This design comes from an exercise in tuning for small area, a short achievable clock period and few clock cycles on the open sky130 flow, not from production work. Only simulation tests tie the RTL to the original design; equivalence was not proved. Power and IR drop assume default switching activity.

==> flow/design.v <==
module fchain_rom (
    input  wire [3:0]  bank,
    input  wire [4:0]  phi,
    input  wire        pass,
    output reg         two,
    output reg  [5:0]  act,
    output reg  [19:0] sel,
    output reg  [35:0] d0,
    output reg  [35:0] d1,
    output reg  [35:0] d2,
    output reg  [35:0] d3,
    output reg  [35:0] d4,
    output reg  [35:0] d5
);
    always @(*) begin
        two = 1'b0;
        act = 6'd0;
        sel = 20'd0;
        d0 = 36'd0;
        d1 = 36'd0;
        d2 = 36'd0;
        d3 = 36'd0;
        d4 = 36'd0;
        d5 = 36'd0;
        case ({bank, phi, pass})
            {4'd0, 5'd0, 1'b0}: begin act = 6'h01; sel = 20'h00001; d0 = 36'h200000000; end
            {4'd1, 5'd0, 1'b0}: begin act = 6'h07; sel = 20'h00007; d0 = 36'h040000000; d1 = 36'h380000000; d2 = 36'h040000000; end
            {4'd2, 5'd0, 1'b0}: begin act = 6'h1f; sel = 20'h0001f; d0 = 36'h008000000; d1 = 36'h040000000; d2 = 36'h0b0000000; d3 = 36'h040000000; d4 = 36'h008000000; end
            {4'd3, 5'd0, 1'b0}: begin act = 6'h3f; sel = 20'h048bf; d0 = 36'h000200000; d1 = 36'h00e000000; d2 = 36'h015000000; d3 = 36'h046000000; d4 = 36'h042c00000; d5 = 36'h046000000; end
            {4'd4, 5'd0, 1'b0}: begin act = 6'h01; sel = 20'h00001; d0 = 36'h200000000; end
            {4'd5, 5'd0, 1'b0}: begin act = 6'h1f; sel = 20'h0001f; d0 = 36'h008000000; d1 = 36'h040000000; d2 = 36'h0b0000000; d3 = 36'h040000000; d4 = 36'h008000000; end
            {4'd6, 5'd0, 1'b0}: begin act = 6'h3f; sel = 20'h048bf; d0 = 36'h000200000; d1 = 36'h00e000000; d2 = 36'h015000000; d3 = 36'h046000000; d4 = 36'h042c00000; d5 = 36'h046000000; end
            {4'd7, 5'd0, 1'b0}: begin act = 6'h3f; sel = 20'h9247f; d0 = 36'h000210c41; d1 = 36'h001c0d18d; d2 = 36'h005b72cae; d3 = 36'h005a72a30; d4 = 36'h016545568; d5 = 36'h068381c0e; end
            {4'd7, 5'd1, 1'b0}: begin act = 6'h3f; sel = 20'h0003f; two = 1'b1; d0 = 36'h001c6806e; d1 = 36'h005428548; d2 = 36'h02a149cb1; d3 = 36'h00d249a01; d4 = 36'h06d58e570; d5 = 36'h071249c4e; end
            {4'd7, 5'd1, 1'b1}: begin act = 6'h0f; sel = 20'h42a00; d0 = 36'h001b8dc55; d1 = 36'h006009241; d2 = 36'h000371071; d3 = 36'h000571a6e; end
            {4'd7, 5'd2, 1'b0}: begin act = 6'h3f; sel = 20'h0003f; two = 1'b1; d0 = 36'h000571a6e; d1 = 36'h000371071; d2 = 36'h006009241; d3 = 36'h001b8dc55; d4 = 36'h071249c4e; d5 = 36'h06d58e570; end
            {4'd7, 5'd2, 1'b1}: begin act = 6'h0f; sel = 20'h42a00; d0 = 36'h00d249a01; d1 = 36'h02a149cb1; d2 = 36'h005428548; d3 = 36'h001c6806e; end
            {4'd8, 5'd0, 1'b0}: begin act = 6'h07; sel = 20'h00007; d0 = 36'h040000000; d1 = 36'h380000000; d2 = 36'h040000000; end
            {4'd9, 5'd0, 1'b0}: begin act = 6'h3f; sel = 20'h9247f; d0 = 36'h000040000; d1 = 36'h001b80000; d2 = 36'h00da40000; d3 = 36'h010c00000; d4 = 36'h069380000; d5 = 36'h040a00000; end
            {4'd10, 5'd0, 1'b0}: begin act = 6'h3f; sel = 20'h9247f; d0 = 36'h0011702ad; d1 = 36'h000b80241; d2 = 36'h005cb0356; d3 = 36'h001b4e201; d4 = 36'h009149b71; d5 = 36'h015368168; end
            {4'd10, 5'd1, 1'b0}: begin act = 6'h3f; sel = 20'h0003f; two = 1'b1; d0 = 36'h000041031; d1 = 36'h005b81a46; d2 = 36'h000ab1180; d3 = 36'h008190a86; d4 = 36'h015009aa8; d5 = 36'h00aa86045; end
            {4'd10, 5'd1, 1'b1}: begin act = 6'h0f; sel = 20'h42a00; d0 = 36'h002b4d0a9; d1 = 36'h005a10b80; d2 = 36'h00534da46; d3 = 36'h001a002b1; end
            {4'd10, 5'd2, 1'b0}: begin act = 6'h3f; sel = 20'h2913f; d0 = 36'h000549286; d1 = 36'h005ab1c41; d2 = 36'h00534d00e; d3 = 36'h00da6d269; d4 = 36'h015c4db68; d5 = 36'h015c4db68; end
            {4'd10, 5'd3, 1'b0}: begin act = 6'h3f; sel = 20'h0003f; two = 1'b1; d0 = 36'h001a002b1; d1 = 36'h00534da46; d2 = 36'h005a10b80; d3 = 36'h002b4d0a9; d4 = 36'h00aa86045; d5 = 36'h015009aa8; end
            {4'd10, 5'd3, 1'b1}: begin act = 6'h0f; sel = 20'h42a00; d0 = 36'h008190a86; d1 = 36'h000ab1180; d2 = 36'h005b81a46; d3 = 36'h000041031; end
            {4'd11, 5'd0, 1'b0}: begin act = 6'h0f; sel = 20'h0000f; d0 = 36'h000188180; d1 = 36'h001aa954e; d2 = 36'h002a2e2ae; d3 = 36'h001b50005; end
            {4'd11, 5'd1, 1'b0}: begin act = 6'h07; sel = 20'h00007; d0 = 36'h001a6db49; d1 = 36'h002a2d0a8; d2 = 36'h001a6db49; end
            {4'd11, 5'd2, 1'b0}: begin act = 6'h0f; sel = 20'h0000f; d0 = 36'h001b50005; d1 = 36'h002a2e2ae; d2 = 36'h001aa954e; d3 = 36'h000188180; end
            {4'd11, 5'd3, 1'b0}: begin act = 6'h0f; sel = 20'h0000f; d0 = 36'h001b89540; d1 = 36'h002a30085; d2 = 36'h0011400b0; d3 = 36'h0001892a9; end
            {4'd11, 5'd4, 1'b0}: begin act = 6'h0f; sel = 20'h0000f; d0 = 36'h001c4d389; d1 = 36'h002b4856d; d2 = 36'h00100dc71; d3 = 36'h000170249; end
            {4'd11, 5'd5, 1'b0}: begin act = 6'h0f; sel = 20'h0000f; d0 = 36'h001c0122d; d1 = 36'h002b45208; d2 = 36'h001049b95; d3 = 36'h000169a0d; end
            {4'd11, 5'd6, 1'b0}: begin act = 6'h0f; sel = 20'h0000f; d0 = 36'h000540a45; d1 = 36'h002b71b48; d2 = 36'h001396256; d3 = 36'h00014db80; end
            {4'd11, 5'd7, 1'b0}: begin act = 6'h0f; sel = 20'h0000f; d0 = 36'h000285006; d1 = 36'h002b81a0d; d2 = 36'h001355555; d3 = 36'h00003218e; end
            {4'd11, 5'd8, 1'b0}: begin act = 6'h0f; sel = 20'h0000f; d0 = 36'h00024518d; d1 = 36'h002c50c00; d2 = 36'h001210140; d3 = 36'h00000e406; end
            {4'd11, 5'd9, 1'b0}: begin act = 6'h0f; sel = 20'h0000f; d0 = 36'h000200cb1; d1 = 36'h002c69031; d2 = 36'h001250b96; d3 = 36'h000068589; end
            {4'd11, 5'd10, 1'b0}: begin act = 6'h0f; sel = 20'h0000f; d0 = 36'h000341356; d1 = 36'h002c01205; d2 = 36'h001595c00; d3 = 36'h000050c70; end
            {4'd11, 5'd11, 1'b0}: begin act = 6'h0f; sel = 20'h0000f; d0 = 36'h000388a48; d1 = 36'h001548589; d2 = 36'h001548589; d3 = 36'h000388a48; end
            {4'd11, 5'd12, 1'b0}: begin act = 6'h0f; sel = 20'h0000f; d0 = 36'h000050c70; d1 = 36'h001595c00; d2 = 36'h002c01205; d3 = 36'h000341356; end
            {4'd11, 5'd13, 1'b0}: begin act = 6'h0f; sel = 20'h0000f; d0 = 36'h000068589; d1 = 36'h001250b96; d2 = 36'h002c69031; d3 = 36'h000200cb1; end
            {4'd11, 5'd14, 1'b0}: begin act = 6'h0f; sel = 20'h0000f; d0 = 36'h00000e406; d1 = 36'h001210140; d2 = 36'h002c50c00; d3 = 36'h00024518d; end
            {4'd11, 5'd15, 1'b0}: begin act = 6'h0f; sel = 20'h0000f; d0 = 36'h00003218e; d1 = 36'h001355555; d2 = 36'h002b81a0d; d3 = 36'h000285006; end
            {4'd11, 5'd16, 1'b0}: begin act = 6'h0f; sel = 20'h0000f; d0 = 36'h00014db80; d1 = 36'h001396256; d2 = 36'h002b71b48; d3 = 36'h000540a45; end
            {4'd11, 5'd17, 1'b0}: begin act = 6'h0f; sel = 20'h0000f; d0 = 36'h000169a0d; d1 = 36'h001049b95; d2 = 36'h002b45208; d3 = 36'h001c0122d; end
            {4'd11, 5'd18, 1'b0}: begin act = 6'h0f; sel = 20'h0000f; d0 = 36'h000170249; d1 = 36'h00100dc71; d2 = 36'h002b4856d; d3 = 36'h001c4d389; end
            {4'd11, 5'd19, 1'b0}: begin act = 6'h0f; sel = 20'h0000f; d0 = 36'h0001892a9; d1 = 36'h0011400b0; d2 = 36'h002a30085; d3 = 36'h001b89540; end
            default: ;
        endcase
    end
endmodule
module fchain_booth #(
    parameter ND = 12,
    parameter PW = 32 + 2 * ND
) (
    input  wire [31:0]     a,
    input  wire [3*ND-1:0] dg,
    input  wire [PW-1:0]   c,
    output wire [PW-1:0]   ps,
    output wire [PW-1:0]   pc,
    output wire [PW-1:0]   p
);
    wire [32:0] a1 = {a[31], a};
    wire [32:0] a2 = {a, 1'b0};
    wire [PW-1:0] row [0:ND+1];
    genvar j;
    generate
        for (j = 0; j < ND; j = j + 1) begin : g_row
            wire one = dg[3*j], two = dg[3*j+1], neg = dg[3*j+2];
            wire [32:0] pp = (({33{one}} & a1) | ({33{two}} & a2)) ^ {33{neg}};
            if (j == 0) begin : g_first
                assign row[j] = {{(PW-35){1'b0}}, ~pp[32], pp[32], pp[32:0]};
            end else begin : g_next
                wire [PW-1:0] t = {{(PW-36){1'b0}}, 1'b1, ~pp[32], pp[31:0], 1'b0, dg[3*j-1]};
                assign row[j] = t << (2*j - 2);
            end
        end
    endgenerate
    assign row[ND]   = {{(PW-1){1'b0}}, dg[3*ND-1]} << (2*ND - 2);
    assign row[ND+1] = c;
    wire [(ND+2)*PW-1:0] rows;
    generate
        for (j = 0; j <= ND + 1; j = j + 1) begin : g_pack
            assign rows[j*PW +: PW] = row[j];
        end
    endgenerate
    fchain_csa #(.N(ND + 2), .W(PW)) u_csa (.x(rows), .s(ps), .c(pc));
    assign p = ps + pc;
endmodule
module fchain_csa #(
    parameter N = 13,
    parameter W = 56
) (
    input  wire [N*W-1:0] x,
    output wire [W-1:0]   s,
    output wire [W-1:0]   c
);
    function integer f_rows(input integer l);
        integer k, n;
        begin
            n = N;
            for (k = 0; k < l; k = k + 1)
                n = 2 * (n / 3) + n % 3;
            f_rows = n;
        end
    endfunction
    function integer f_levels(input integer dummy);
        integer k;
        begin
            k = 0;
            while (f_rows(k) > 2)
                k = k + 1;
            f_levels = k;
        end
    endfunction
    localparam NL = f_levels(0);
    wire [N*W-1:0] lv [0:NL];
    assign lv[0] = x;
    genvar l, g;
    generate
        for (l = 0; l < NL; l = l + 1) begin : g_lev
            localparam NI = f_rows(l);
            localparam NG = NI / 3;
            for (g = 0; g < NG; g = g + 1) begin : g_fa
                wire [W-1:0] a = lv[l][(3*g)*W +: W];
                wire [W-1:0] b = lv[l][(3*g+1)*W +: W];
                wire [W-1:0] d = lv[l][(3*g+2)*W +: W];
                wire [W-1:0] mj = (a & b) | (a & d) | (b & d);
                assign lv[l+1][(2*g)*W +: W]   = a ^ b ^ d;
                assign lv[l+1][(2*g+1)*W +: W] = {mj[W-2:0], 1'b0};
            end
            for (g = 0; g < NI % 3; g = g + 1) begin : g_pass
                assign lv[l+1][(2*NG+g)*W +: W] = lv[l][(3*NG+g)*W +: W];
            end
            if (N > 2*NG + NI % 3) begin : g_pad
                assign lv[l+1][N*W-1:(2*NG+NI%3)*W] = {((N-2*NG-NI%3)*W){1'b0}};
            end
        end
    endgenerate
    assign s = lv[NL][W-1:0];
    generate
        if (f_rows(NL) > 1) begin : g_c
            assign c = lv[NL][2*W-1:W];
        end else begin : g_nc
            assign c = {W{1'b0}};
        end
    endgenerate
endmodule
module fchain_benc #(
    parameter BW = 16,
    parameter ND = (BW + 1) / 2
) (
    input  wire [BW-1:0]   b,
    output wire [3*ND-1:0] dg
);
    wire [2*ND:0] be = {{(2*ND-BW+1){b[BW-1]}}, b, 1'b0};
    genvar j;
    generate
        for (j = 0; j < ND; j = j + 1) begin : g_dig
            wire b2 = be[2*j+2], b1 = be[2*j+1], b0 = be[2*j];
            assign dg[3*j]   = b1 ^ b0;
            assign dg[3*j+1] = (b2 & ~b1 & ~b0) | (~b2 & b1 & b0);
            assign dg[3*j+2] = b2 & ~(b1 & b0);
        end
    endgenerate
endmodule
module fchain (
    input  wire        clk,
    input  wire        rst,
    output reg         in_ready,
    input  wire        in_valid,
    input  wire [31:0] in_value,
    input  wire        in_missing,
    input  wire        cfg_valid,
    input  wire [3:0]  cfg_bank,
    input  wire [31:0] cfg_gain,
    input  wire [31:0] cfg_offset,
    output reg         out_valid,
    output reg  [31:0] out_value,
    output reg         out_missing,
    output reg         out_settling,
    output reg         out_ovr,
    output reg  [3:0]  out_gap_count
);
    localparam HLEN = 78;               
    localparam NS   = 11;               
    localparam NU   = 6;                
    localparam SELW = 20;               
    localparam DW   = 36;               
    function [6:0] f_taps(input [3:0] b);
        case (b)
            4'd0:  f_taps = 7'd1;
            4'd1:  f_taps = 7'd3;
            4'd2:  f_taps = 7'd5;
            4'd3:  f_taps = 7'd9;
            4'd4:  f_taps = 7'd1;
            4'd5:  f_taps = 7'd5;
            4'd6:  f_taps = 7'd9;
            4'd7:  f_taps = 7'd31;
            4'd8:  f_taps = 7'd3;
            4'd9:  f_taps = 7'd11;
            4'd10: f_taps = 7'd41;
            4'd11: f_taps = 7'd79;
            default: f_taps = 7'd1;
        endcase
    endfunction
    function [4:0] f_r(input [3:0] b);
        case (b)
            4'd7:  f_r = 5'd3;
            4'd10: f_r = 5'd4;
            4'd11: f_r = 5'd20;
            default: f_r = 5'd1;
        endcase
    endfunction
    function f_two(input [3:0] b, input [4:0] ph);
        f_two = ((b == 4'd7) && (ph == 5'd1 || ph == 5'd2)) ||
                ((b == 4'd10) && (ph == 5'd1 || ph == 5'd3));
    endfunction
    function [4:0] f_rphi(input [3:0] b);
        case (b)
            4'd11: f_rphi = 5'd2;
            default: f_rphi = 5'd0;
        endcase
    endfunction
    reg  [3:0]  bank;
    reg  [47:0] gain_dg;                
    wire [47:0] a_gain_dg;
    reg  [31:0] offset;
    reg  [31:0] hold;
    reg  [6:0]  miss_run;
    reg         need_restart;
    reg         restarted;
    reg  [6:0]  since_restart;
    reg  [4:0]  phase;
    reg         after_cfg;              
    reg  [HLEN:0] sub_hist;             
    wire [6:0]  taps  = f_taps(bank);
    wire [4:0]  dec_r = f_r(bank);
    reg         a_valid;
    reg         a_cfg;
    reg         a_rp;                   
    reg  [31:0] a_value;
    reg         a_missing;
    reg  [3:0]  a_bank;
    reg  [31:0] a_gain;
    reg  [31:0] a_offset;
    fchain_benc #(.BW(32)) u_genc (.b(a_gain), .dg(a_gain_dg));
    wire take = in_ready && (in_valid || cfg_valid);
    wire b_go = a_valid && !a_rp;       
    wire [3:0] bank_n  = (b_go && a_cfg) ? a_bank : bank;
    wire       rp_arm  = (b_go ? a_cfg : after_cfg) && (bank_n != 4'd0) && (bank_n != 4'd4);
    wire need_rp = in_valid && !cfg_valid && in_missing && rp_arm;
    wire [4:0] phase_n = !b_go ? phase : a_cfg ? 5'd0 :
                         (phase == dec_r - 5'd1) ? 5'd0 : phase + 5'd1;
    wire       two_arm = f_two(bank_n, phase_n);
    wire need_bub = in_valid && !cfg_valid && two_arm;
    wire        b_in        = b_go && !a_cfg;
    wire        restart_now = need_restart && !a_missing;
    wire [31:0] sub_value   = a_missing ? hold : a_value;
    wire [6:0]  miss_next   = a_missing ? (miss_run == 7'd127 ? miss_run : miss_run + 7'd1)
                                        : 7'd0;
    wire        restarted_n = restarted || restart_now;
    wire [6:0]  since_n     = restart_now ? 7'd1 :
                              (since_restart == 7'd127 ? since_restart : since_restart + 7'd1);
    wire        settle_n    = !restarted_n || (since_n < taps);
    reg         b_valid;
    reg         b_cfg;
    reg  [31:0] b_x;
    reg         b_restart;
    reg         b_outpos;
    reg  [4:0]  b_phi;
    reg         b_settle;
    reg         b_miss;
    wire [63:0] s1_ss_n, s1_sc_n, s1_sp_n;
    fchain_booth #(.ND(16)) u_scale (
        .a(b_x), .dg(gain_dg), .c({{2{offset[31]}}, offset, 30'd536870912}),
        .ps(s1_ss_n), .pc(s1_sc_n), .p(s1_sp_n));
    wire [HLEN:0] gap_bits;
    genvar gg;
    generate
        for (gg = 0; gg <= HLEN; gg = gg + 1) begin : g_gap
            assign gap_bits[gg] = sub_hist[gg] && (gg < taps);
        end
    endgenerate
    wire [31:0] gap_grp;
    wire [79:0] gap_pad = {1'b0, gap_bits};
    wire [159:0] gap_num;                 
    genvar gq;
    generate
        for (gq = 0; gq < 80; gq = gq + 1) begin : g_num
            assign gap_num[gq*2 +: 2] = {1'b0, gap_pad[gq]};
        end
        for (gq = 0; gq < 8; gq = gq + 1) begin : g_grp
            wire [3:0] cnt;
            fchain_popc #(.N(10), .W(4)) u_popc (
                .x({{2'b00, gap_num[gq*20+18 +: 2]}, {2'b00, gap_num[gq*20+16 +: 2]},
                    {2'b00, gap_num[gq*20+14 +: 2]}, {2'b00, gap_num[gq*20+12 +: 2]},
                    {2'b00, gap_num[gq*20+10 +: 2]}, {2'b00, gap_num[gq*20+8 +: 2]},
                    {2'b00, gap_num[gq*20+6 +: 2]},  {2'b00, gap_num[gq*20+4 +: 2]},
                    {2'b00, gap_num[gq*20+2 +: 2]},  {2'b00, gap_num[gq*20 +: 2]}}),
                .n(cnt));
            assign gap_grp[gq*4 +: 4] = cnt;
        end
    endgenerate
    reg         s1_valid;
    reg         s1_cfg;
    wire [30:0] s1_lo_n = {1'b0, s1_ss_n[29:0]} + {1'b0, s1_sc_n[29:0]};
    reg  [33:0] s1_ss;
    reg  [33:0] s1_sc;
    reg         s1_cy;
    reg  [3:0]  s1_bank;
    reg         s1_restart;
    reg         s1_outpos;
    reg  [4:0]  s1_phi;
    reg         s1_settle;
    reg         s1_miss;
    reg  [31:0] s1_gap;
    wire [6:0]  gap_cnt;
    fchain_popc #(.N(8), .W(7)) u_gsum (
        .x({{3'd0, s1_gap[31:28]}, {3'd0, s1_gap[27:24]}, {3'd0, s1_gap[23:20]},
            {3'd0, s1_gap[19:16]}, {3'd0, s1_gap[15:12]}, {3'd0, s1_gap[11:8]},
            {3'd0, s1_gap[7:4]},   {3'd0, s1_gap[3:0]}}),
        .n(gap_cnt));
    wire [33:0] sc_sh  = s1_ss + s1_sc + {33'd0, s1_cy};
    wire        sc_hi  = !sc_sh[33] && (sc_sh[32:31] != 2'b00);
    wire        sc_lo  =  sc_sh[33] && (sc_sh[32:31] != 2'b11);
    wire [31:0] sc_y   = sc_hi ? 32'h7fff_ffff : sc_lo ? 32'h8000_0000 : sc_sh[31:0];
    wire        sc_sat = sc_hi || sc_lo;
    reg  [6:0]  since_sat;              
    wire [6:0]  since_sat_n = sc_sat ? 7'd0 :
                              (since_sat == 7'd127 ? since_sat : since_sat + 7'd1);
    wire [6:0]  s1_taps = f_taps(s1_bank);
    wire [7:0]  s1_span = {1'b0, s1_taps} + {2'b00, s1_taps[6:1]};
    reg  [31:0] hist [0:HLEN-1];        
    reg  [6:0]  depth;                  
    localparam RP_IDLE = 2'd0, RP_WAIT = 2'd1, RP_ROT = 2'd2;
    reg  [1:0]  rp_state;
    reg  [6:0]  rp_cnt;
    reg  [4:0]  rp_phi;
    reg         p2_pend;                
    wire        rp_rot  = (rp_state == RP_ROT);
    wire        rp_adv  = rp_rot && !p2_pend;           
    wire [6:0]  rp_idx  = 7'd77 - rp_cnt;              
    wire        rp_feed = rp_adv && (rp_idx < taps - 7'd1);
    wire [31:0] rp_y    = (rp_idx < depth) ? hist[HLEN-1] : 32'd0;
    wire        s2_in    = s1_valid && !s1_cfg;
    wire [3:0]  tok_bank = rp_feed ? bank   : s1_bank;
    wire [4:0]  tok_phi  = rp_feed ? rp_phi : s1_phi;
    wire [31:0] m1_y_n   = rp_feed ? rp_y   : sc_y;
    wire        s2_p1  = s2_in || rp_feed;              
    reg         m1_valid;
    reg         m1_cfg;
    reg         m1_emit;                
    reg         m1_restart;
    reg         m1_outpos;
    reg  [31:0] m1_y;
    reg  [3:0]  m1_bank;                
    reg  [4:0]  m1_phi;
    reg  [DW-1:0] m1_d [0:NU-1];
    reg  [SELW-1:0] m1_sel;
    wire [NU-1:0] rom_act;
    wire [SELW-1:0] rom_sel;
    wire        rom_two;
    wire [DW-1:0] rd [0:NU-1];
    fchain_rom u_rom (
        .bank(p2_pend ? m1_bank : tok_bank), .phi(p2_pend ? m1_phi : tok_phi),
        .pass(p2_pend), .two(rom_two), .act(rom_act), .sel(rom_sel),
        .d0(rd[0]), .d1(rd[1]), .d2(rd[2]), .d3(rd[3]), .d4(rd[4]), .d5(rd[5])
    );
    reg         m1_settle;
    reg         m1_miss;
    reg  [3:0]  m1_gap;
    reg         m1_ovrw;
    wire [34:0] ps_n [0:NU-1];
    wire [34:0] pc_n [0:NU-1];
    wire [NU-1:0] cy_n;
    genvar gp;
    generate
        for (gp = 0; gp < NU; gp = gp + 1) begin : g_prod
            wire [55:0] pf;
            wire [55:0] pf_s, pf_c;
            fchain_booth #(.ND(12)) u_mul (.a(m1_y), .dg(m1_d[gp]), .c(56'd0),
                                           .ps(pf_s), .pc(pf_c), .p(pf));
            wire [21:0] lo = {1'b0, pf_s[20:0]} + {1'b0, pf_c[20:0]};
            assign ps_n[gp] = pf_s[55:21];
            assign pc_n[gp] = pf_c[55:21];
            assign cy_n[gp] = lo[21];
        end
    endgenerate
    reg         m2_valid;
    reg         m2_cfg;
    reg         m2_emit;
    reg         m2_restart;
    reg         m2_outpos;
    reg  [34:0] m2_ps [0:NU-1];
    reg  [34:0] m2_pc [0:NU-1];
    reg  [NU-1:0] m2_cy;
    wire [34:0] m2_p [0:NU-1];
    genvar gr;
    generate
        for (gr = 0; gr < NU; gr = gr + 1) begin : g_res
            assign m2_p[gr] = m2_ps[gr] + m2_pc[gr] + {34'd0, m2_cy[gr]};
        end
    endgenerate
    reg  [SELW-1:0] m2_sel;
    reg         m2_settle;
    reg         m2_miss;
    reg  [3:0]  m2_gap;
    reg         m2_ovrw;
    reg  [33:0] acc [0:NS-1];
    reg  [33:0] res [0:NS-1];
    reg         acc_clr;                
    wire [34:0] tp [0:NS-1];
    wire [SELW-1:0] sl = m2_sel;
    assign tp[0]  = {35{sl[0]}} & m2_p[0];
    assign tp[1]  = {35{sl[1]}} & m2_p[1];
    assign tp[2]  = {35{sl[2]}} & m2_p[2];
    assign tp[3]  = {35{sl[3]}} & m2_p[3];
    assign tp[4]  = {35{sl[4]}} & m2_p[4];
    assign tp[5]  = {35{sl[5]}} & m2_p[5];
    assign tp[6]  = ({35{sl[6]}}  & m2_p[4]) | ({35{sl[7]}}  & m2_p[2]) |
                    ({35{sl[8]}}  & m2_p[3]) | ({35{sl[9]}}  & m2_p[0]);
    assign tp[7]  = ({35{sl[10]}} & m2_p[3]) | ({35{sl[11]}} & m2_p[1]) |
                    ({35{sl[12]}} & m2_p[2]);
    assign tp[8]  = ({35{sl[13]}} & m2_p[2]) | ({35{sl[14]}} & m2_p[0]) |
                    ({35{sl[15]}} & m2_p[1]);
    assign tp[9]  = ({35{sl[16]}} & m2_p[1]) | ({35{sl[17]}} & m2_p[0]) |
                    ({35{sl[18]}} & m2_p[3]);
    assign tp[10] = {35{sl[19]}} & m2_p[0];
    integer ai;
    always @(*) begin
        for (ai = 0; ai < NS; ai = ai + 1)
            res[ai] = (m2_restart ? 34'd0 : acc[ai]) + tp[ai][34:1] + {33'd0, tp[ai][0]};
    end
    reg         o_valid;
    reg  [33:0] o_fir;
    reg         o_settle;
    reg         o_miss;
    reg  [3:0]  o_gap;
    reg         o_ovrw;
    wire        fir_hi = !o_fir[33] && (o_fir[32:31] != 2'b00);
    wire        fir_lo =  o_fir[33] && (o_fir[32:31] != 2'b11);
    wire [31:0] fir_y  = fir_hi ? 32'h7fff_ffff : fir_lo ? 32'h8000_0000 : o_fir[31:0];
    wire        o_mis  = o_miss || o_settle;
    integer i;
    always @(posedge clk) begin
        if (rst) begin
            in_ready      <= 1'b1;
            a_valid       <= 1'b0;
            a_rp          <= 1'b0;
            bank          <= 4'd0;
            gain_dg       <= 48'h2000_0000_0000;    
            offset        <= 32'd0;
            hold          <= 32'd0;
            miss_run      <= 7'd0;
            need_restart  <= 1'b1;
            restarted     <= 1'b0;
            since_restart <= 7'd0;
            phase         <= 5'd0;
            after_cfg     <= 1'b0;
            sub_hist      <= {(HLEN+1){1'b0}};
            b_valid       <= 1'b0;
            s1_valid      <= 1'b0;
            since_sat     <= 7'd127;
            depth         <= 7'd0;
            rp_state      <= RP_IDLE;
            p2_pend       <= 1'b0;
            m1_valid      <= 1'b0;
            m2_valid      <= 1'b0;
            o_valid       <= 1'b0;
            out_valid     <= 1'b0;
        end else begin
            if (b_go || !a_valid) begin
                a_valid  <= take;
                a_rp     <= take && need_rp;
                in_ready <= !(take && (need_rp || need_bub));
            end else if (rp_adv && rp_cnt == 7'd77) begin
                a_rp     <= 1'b0;
                in_ready <= 1'b1;
            end
            b_valid <= b_go;
            if (b_go && a_cfg) begin
                bank         <= a_bank;
                gain_dg      <= a_gain_dg;
                offset       <= a_offset;
                phase        <= 5'd0;
                need_restart <= 1'b1;
                restarted    <= 1'b0;
                after_cfg    <= 1'b1;
            end
            if (b_in) begin
                phase     <= (phase == dec_r - 5'd1) ? 5'd0 : phase + 5'd1;
                if (!a_missing)
                    hold <= a_value;
                miss_run      <= miss_next;
                need_restart  <= (need_restart && a_missing) || (miss_next >= taps);
                restarted     <= restarted_n;
                since_restart <= since_n;
                after_cfg     <= 1'b0;
                sub_hist      <= {sub_hist[HLEN-1:0], a_missing};
            end
            s1_valid <= b_valid;
            if (s2_in) begin
                since_sat <= since_sat_n;
                depth     <= s1_restart ? 7'd1 : (depth == HLEN ? depth : depth + 7'd1);
            end
            case (rp_state)
                RP_IDLE: if (a_valid && a_rp) begin
                    rp_state <= RP_WAIT;
                end
                RP_WAIT: begin
                    if (rp_cnt == 7'd1)
                        rp_state <= RP_ROT;
                end
                default: begin
                    if (rp_adv && rp_cnt == 7'd77)
                        rp_state <= RP_IDLE;
                end
            endcase
            p2_pend  <= !p2_pend && s2_p1 && f_two(tok_bank, tok_phi);
            m1_valid <= s1_valid || rp_feed || p2_pend;
            m2_valid  <= m1_valid;
            o_valid   <= m2_valid && m2_emit;
            out_valid <= o_valid;
        end
    end
    always @(posedge clk) begin
        if (!(a_valid && a_rp)) begin
            a_value   <= in_value;
            a_missing <= in_missing;
            a_cfg     <= cfg_valid;
            a_bank    <= cfg_bank;
            a_gain    <= cfg_gain;
            a_offset  <= cfg_offset;
        end
        b_cfg     <= a_cfg;
        b_x       <= sub_value;
        b_restart <= restart_now;
        b_outpos  <= (phase == 5'd0);
        b_phi     <= phase;
        b_settle  <= settle_n;
        b_miss    <= a_missing;
        s1_cfg     <= b_cfg;
        s1_ss      <= s1_ss_n[63:30];
        s1_sc      <= s1_sc_n[63:30];
        s1_cy      <= s1_lo_n[30];
        s1_bank    <= bank;
        s1_restart <= b_restart;
        s1_outpos  <= b_outpos;
        s1_phi     <= b_phi;
        s1_settle  <= b_settle;
        s1_miss    <= b_miss;
        s1_gap     <= gap_grp;
        if (s2_in || rp_adv) begin
            for (i = HLEN - 1; i > 0; i = i - 1)
                hist[i] <= hist[i-1];
            hist[0] <= rp_rot ? hist[HLEN-1] : sc_y;
        end
        case (rp_state)
            RP_IDLE: rp_cnt <= 7'd0;
            RP_WAIT: begin
                rp_cnt <= (rp_cnt == 7'd1) ? 7'd0 : rp_cnt + 7'd1;
                rp_phi <= f_rphi(bank);
            end
            default: if (rp_adv) begin
                rp_cnt <= rp_cnt + 7'd1;
                if (rp_feed)
                    rp_phi <= (rp_phi == dec_r - 5'd1) ? 5'd0 : rp_phi + 5'd1;
            end
        endcase
        m1_cfg     <= s1_cfg && !p2_pend;
        m1_emit    <= s2_in && s1_outpos && !p2_pend;
        m1_restart <= s2_in && s1_restart && !p2_pend;
        m1_outpos  <= p2_pend ? 1'b0 : rp_feed ? (rp_phi == 5'd0) : s1_outpos;
        if (!p2_pend) begin
            m1_y    <= m1_y_n;
            m1_bank <= tok_bank;
            m1_phi  <= tok_phi;
        end
        for (i = 0; i < NU; i = i + 1)
            m1_d[i] <= rd[i];
        m1_sel     <= rom_sel;
        m1_settle  <= s1_settle;
        m1_miss    <= s1_miss;
        m1_gap     <= (gap_cnt > 7'd15) ? 4'd15 : gap_cnt[3:0];
        m1_ovrw    <= ({1'b0, since_sat_n} < s1_span);
        m2_cfg     <= m1_cfg;
        m2_emit    <= m1_emit;
        m2_restart <= m1_restart;
        m2_outpos  <= m1_outpos;
        for (i = 0; i < NU; i = i + 1)
        begin
            m2_ps[i] <= ps_n[i];
            m2_pc[i] <= pc_n[i];
            m2_cy[i] <= cy_n[i];
        end
        m2_sel     <= m1_sel;
        m2_settle  <= m1_settle;
        m2_miss    <= m1_miss;
        m2_gap     <= m1_gap;
        m2_ovrw    <= m1_ovrw;
        acc_clr <= rst;
        if (acc_clr || (m2_valid && m2_cfg)) begin
            for (i = 0; i < NS; i = i + 1)
                acc[i] <= 34'd0;
        end else if (m2_valid && m2_outpos) begin
            for (i = 0; i < NS - 1; i = i + 1)
                acc[i] <= res[i+1];
            acc[NS-1] <= 34'd0;
        end else if (m2_valid) begin
            for (i = 0; i < NS; i = i + 1)
                acc[i] <= res[i];
        end
        o_fir    <= res[0];
        o_settle <= m2_settle;
        o_miss   <= m2_miss;
        o_gap    <= m2_gap;
        o_ovrw   <= m2_ovrw;
        out_value     <= o_mis ? 32'd0 : fir_y;
        out_missing   <= o_mis;
        out_settling  <= o_settle;
        out_ovr       <= fir_hi || fir_lo || o_ovrw;
        out_gap_count <= o_gap;
    end
endmodule
module fchain_popc #(
    parameter N = 10,
    parameter W = 4
) (
    input  wire [N*W-1:0] x,
    output wire [W-1:0]   n
);
    wire [W-1:0] cs_s, cs_c;
    fchain_csa #(.N(N), .W(W)) u_csa (.x(x), .s(cs_s), .c(cs_c));
    assign n = cs_s + cs_c;
endmodule
==> flow/run.sh <==
#!/bin/bash
# synth_recipe.tcl (not shown) runs the flow's synth.tcl, then flattens the netlist and writes it again
# the make line also repeats each setting of config.mk as NAME=value (left out here)
make -C /OpenROAD-flow-scripts/flow DESIGN_CONFIG=/design/flow/config.mk WORK_HOME=/design/flow/orfs CLKGATE_MAP_FILE= SYNTH_SCRIPT=/design/flow/synth_recipe.tcl finish
==> flow/config.mk <==
export PLATFORM = sky130hd
export DESIGN_NAME = fchain
export DESIGN_NICKNAME = fchain
export VERILOG_FILES = /design/flow/design.v
export SDC_FILE = /design/flow/constraint.sdc
export NUM_CORES = 4
export LEC_CHECK = 0
export CAP_MARGIN = 20
export CORE_MARGIN = 2
export CORE_UTILIZATION = 40
export PLACE_DENSITY = 0.55
export SLEW_MARGIN = 20
==> flow/constraint.sdc <==
create_clock -name core_clock -period 30.0 [get_ports {clk}]
set_input_delay 6.0000 -clock core_clock [delete_from_list [all_inputs] [get_ports {clk}]]
set_output_delay 6.0000 -clock core_clock [all_outputs]
set_load 0.01 [all_outputs]
==> results.yml <==
sta:
  clock_skew_ns: 0.164
  rsz0062_at_grt: "no"
  timing_max_transition_violations_final: 0
  fmaxAchievable_mhz: 115
  fin_setup_tns_ns: 0
  setup_viol_count_final: 0
  relSlewSlack: 0.169
  fin_crit_sh: 0.290
  final_period_minus_worst_setup_slack_ns: 8.69
  worst_pin_slew_ns: 1.24
  finalHoldViolations: 0
synthesis:
  synthDistinctLibCells: 104
  yosys_register_bits: 4160
  mappedNetlistArea_sq_um: 284000
  avgSynthCellArea_sq_um: 10.9
  postSynthNetCount: 30500
  synth-edff-count: 2642
  synth_top_cells_by_area: "sky130_fd_sc_hd__edfxtp_1 (28%), sky130_fd_sc_hd__fa_1 (16%), sky130_fd_sc_hd__dfxtp_1 (11%), sky130_fd_sc_hd__ha_1 (8.5%), sky130_fd_sc_hd__a22oi_1 (5.8%)"
  seq_area_frac_synth: 0.386
  synth_async_sr_flop_share: 0
  postSynth.topFlopCell: "sky130_fd_sc_hd__edfxtp_1"
  post_syn_instances: 26100
  synth.top_cell.area_share: 0.279
  yosys_warnings: 20
  netlist.top_cell.by_area: "sky130_fd_sc_hd__edfxtp_1"
setup_path:
  arrival_ns: 9.30
  critical_path_end_type: "register"
  worst-path-max-fanout: 78
  timing.setup.critical_path_class: "register to register"
  crit_required_ns: 30.61
  worstSetupStartpointType: "register"
run_status:
  result_of_the_run: "finished clean"
worst_hold_path:
  hp-class: "register to register"
drt:
  antenna_left: 0
  wl_per_cell_microns: 24.8
  wl_mm: 876
  dr.first_iter.drc_count: 19500
  drcViolationCount: 0
  detail_route.first_pass.iterations: 11
  vias: 196000
  post_drt_via_cell_ratio: 5.56
flow_run:
  drv_cap: 0
final_layout:
  layout.cell_area.non_filler_sq_um: 311000
  nets: 29700
  final_layout_size_suffix_gt1_frac: 0.0607
  fill_cells: 66300
  layout-area-overhead-vs-synth_pct: 9.25
  final-instance-count-excl-fill: 35200
placement:
  placed_area_sq_um: 295000
  dp_hpwl_mm: 592
  finalWeightedCongestion: 0.953
  number_of_placed_cells_counting_well_taps: 34400
  number_of_buffers_inserted_by_port_buffering: 145
clocking:
  cts_post_setup_buffers_inserted: 0
  cts.hold.buffers_added: 0
  clkLatencyLatePin_ns: 1.10
  cts-root-buf: "sky130_fd_sc_hd__clkbuf_16"
  post_cts_resized: 0
  clock_sinks: 4160
  cts_buffers: 447
  cts_htree_levels: 5
  cts_tree: "yes"
  maximum_clock_path_buffer_count: 4
  clk_transition_reported_paths_ns: 0.07
global_route:
  grt-ovfl-total: 0
  number_of_antenna_violations_at_the_first_check_in_global_routing: 39
  pin_count_of_the_biggest_net_entering_global_routing: 197
  grt_pass1_wl_mm: 1300
  number_of_global_route_vias_before_repair: 200000
  grtUsageTotal: 0.238
floorplanning:
  die_height_microns: 847
  die_area_sq_um: 717000
  initial_util: 0.402
  fp.dieW_microns: 847
  design.core.area_sq_um: 708000
  design.portCount: 146
  fp-row-count: 309
power_and_ir_drop:
  ir_worst_vdd_mv: 0.0876
  leakage_nw: 126
  pwr_density_cell_nw_per_um2: 63.8
## layer usage
metal	up-vias	track usage	wire, microns
li1	87200	-	-
met1	98400	0.326	375000
met2	8368	0.362	381000
met3	1938	0.0473	72400
met4	16	0.114	48100
met5	-	0	100
## cell usage in the layout, fill, tap and decap left out, types with 58 or more instances in the layout
cell	synthesis	routed
sky130_fd_sc_hd__nor2b_1	464	464
sky130_fd_sc_hd__a22oi_1	2214	2214
sky130_fd_sc_hd__inv_1	3342	3341
sky130_fd_sc_hd__xor2_1	1203	1190
sky130_fd_sc_hd__nand2b_1	161	159
sky130_fd_sc_hd__nand4_1	140	140
sky130_fd_sc_hd__clkdlybuf4s50_1	0	144
sky130_fd_sc_hd__clkbuf_16	0	451
sky130_fd_sc_hd__o21ai_0	595	593
sky130_fd_sc_hd__a211oi_1	197	195
sky130_fd_sc_hd__nand2_1	1211	1207
sky130_fd_sc_hd__fa_1	2278	2278
sky130_fd_sc_hd__a21oi_1	908	904
sky130_fd_sc_hd__ha_1	1925	1925
sky130_fd_sc_hd__nand3_1	182	182
sky130_fd_sc_hd__clkinv_2	0	73
sky130_fd_sc_hd__xnor2_1	1766	1722
sky130_fd_sc_hd__dfxtp_2	0	160
sky130_fd_sc_hd__edfxtp_1	2642	2642
sky130_fd_sc_hd__dfxtp_1	1518	1347
sky130_fd_sc_hd__mux2i_1	255	255
sky130_fd_sc_hd__a31oi_1	70	69
sky130_fd_sc_hd__nor2_1	937	930
sky130_fd_sc_hd__a21o_1	337	335
sky130_fd_sc_hd__o21a_1	160	160
sky130_fd_sc_hd__and3_1	73	73
sky130_fd_sc_hd__nand3b_1	58	58
sky130_fd_sc_hd__o21bai_1	90	90
sky130_fd_sc_hd__a222oi_1	119	119
sky130_fd_sc_hd__clkbuf_1	1539	92
sky130_fd_sc_hd__buf_4	2	457
sky130_fd_sc_hd__nor3_1	197	192
sky130_fd_sc_hd__and2_1	495	494
## cell families after synthesis
| group | after synthesis | synth area share |
|---|---|---|
| xor+xnor | 2971 | 0.0916 |
| fa+ha+maj | 4203 | 0.245 |
| mux | 301 | 0.0108 |
| buf+inv | 5229 | 0.0694 |
| compound gates | 5184 | 0.126 |
| simple gates | 4100 | 0.0706 |
| flops | 4160 | 0.386 |
## per-stage QoR
step           total power, W  hold slack, ns  utilization  setup WS (ns)
2_1_floorplan          0.0111           0.310            -         -11.63
3_3_place_gp           0.0140           0.312        0.417          21.29
3_5_place_dp           0.0140           0.312        0.417          21.21
4_1_cts                0.0199           0.317        0.439          21.18
5_1_grt                0.0208           0.319        0.439          20.60
6_report               0.0198           0.301        0.439          21.31
## synth_stat cells, drive strengths merged, types with 90 or more instances
cell type,count
clkbuf,1540
o21ai,612
fa,2278
inv,3357
o21bai,90
xor2,1203
o21a,160
xnor2,1766
a222oi,119
nor2b,464
dfxtp,1518
a21o,337
nor3,198
nand4,141
a21oi,908
nand2b,162
nand3,182
mux2i,255
a22oi,2214
buf,329
nand2,1214
a211oi,198
ha,1925
edfxtp,2642
and2,496
nor2,939
## area by class of cell
cell class | instances | area, sq um | share of cell area
multi-input cells | 16800 | 155000 | 0.500
flip-flops and latches | 4160 | 110000 | 0.354
inverters | 3360 | 12600 | 0.0406
clock buffers | 577 | 12100 | 0.0389
well taps | 9485 | 11900 | 0.0382
repair buffers | 622 | 5250 | 0.0169
clock inverters | 260 | 3310 | 0.0107
diodes | 17 | 42.5 | 0.000137
## power breakdown
group	internal, W	total (W)	switching, W	leakage, nW
clock	0.00332	0.00576	0.00244	7.45
sequential	0.00648	0.00669	0.000205	36.6
combinational	0.00220	0.00736	0.00516	81.6
## worst max-delay path, stage by stage, from the launching register on
cell and delay, ns:
sky130_fd_sc_hd__dfxtp_1 0.35, sky130_fd_sc_hd__nand2b_2 0.64, sky130_fd_sc_hd__o21ai_4 0.96, sky130_fd_sc_hd__buf_4 0.55, sky130_fd_sc_hd__buf_4 0.66, sky130_fd_sc_hd__buf_4 0.76, sky130_fd_sc_hd__buf_4 0.72, sky130_fd_sc_hd__buf_4 0.78
sky130_fd_sc_hd__buf_4 0.78, sky130_fd_sc_hd__buf_4 0.84, sky130_fd_sc_hd__buf_4 0.88
## registers in the layout, summed over array words and instances (netlist names), 11 cells and up
signal     flops
a_gain        32
a_offset      32
a_value       32
acc          374
b_x           32
gain_dg       48
hist        2496
hold          32
m1_d         175
m1_sel        11
m1_y          32
m2_pc        210
m2_ps        207
m2_sel        11
o_fir         34
offset        32
out_value     32
s1_gap        32
s1_sc         34
s1_ss         34
sub_hist      79
## worst paths after layout
check / start / endpoint / slack, ns / depth (start not counted)
worst max-delay path: rp_state[0] / hist[41][16] / 21.31 / 10
worst min-delay path: m1_settle / m2_settle / 0.30 / 0
worst max register to register: rp_state[0] / hist[41][16] / 21.31 / 10
worst min register to register: m1_settle / m2_settle / 0.30 / 0
Testbench counts, summed over its fixed seeds: cycles 19,051.

port drivers added, routing unchanged:
The results above use ideal ports. As a check the final layout listed here was re-extracted and re-timed, cells and wires unchanged.
Step 1 assumes that a clkbuf_16 drives the clock port and a buf_2 every other input.
Step 2 adds t to the input delays and takes it off the output delays; t is the mean of the earliest and latest rising clock arrival at the registers after step 1. Input paths then give back, and output paths get back, about the clock's delay inside the block.
Three values: ideal, step 1, step 2; two values: the first two.
t (ns): 1.171
setup WS [ns]: 21.309 / 21.309 / 21.309
worst setup path after step 2: register to register
slew at the worst register clock pin (ns): 0.08 / 0.08
pins driven straight from the clock port: 1
After both steps this run still meets setup and hold. For this run, drivers alone change the setup slack by 0.000 ns; drivers and shift together by 0.000 ns.
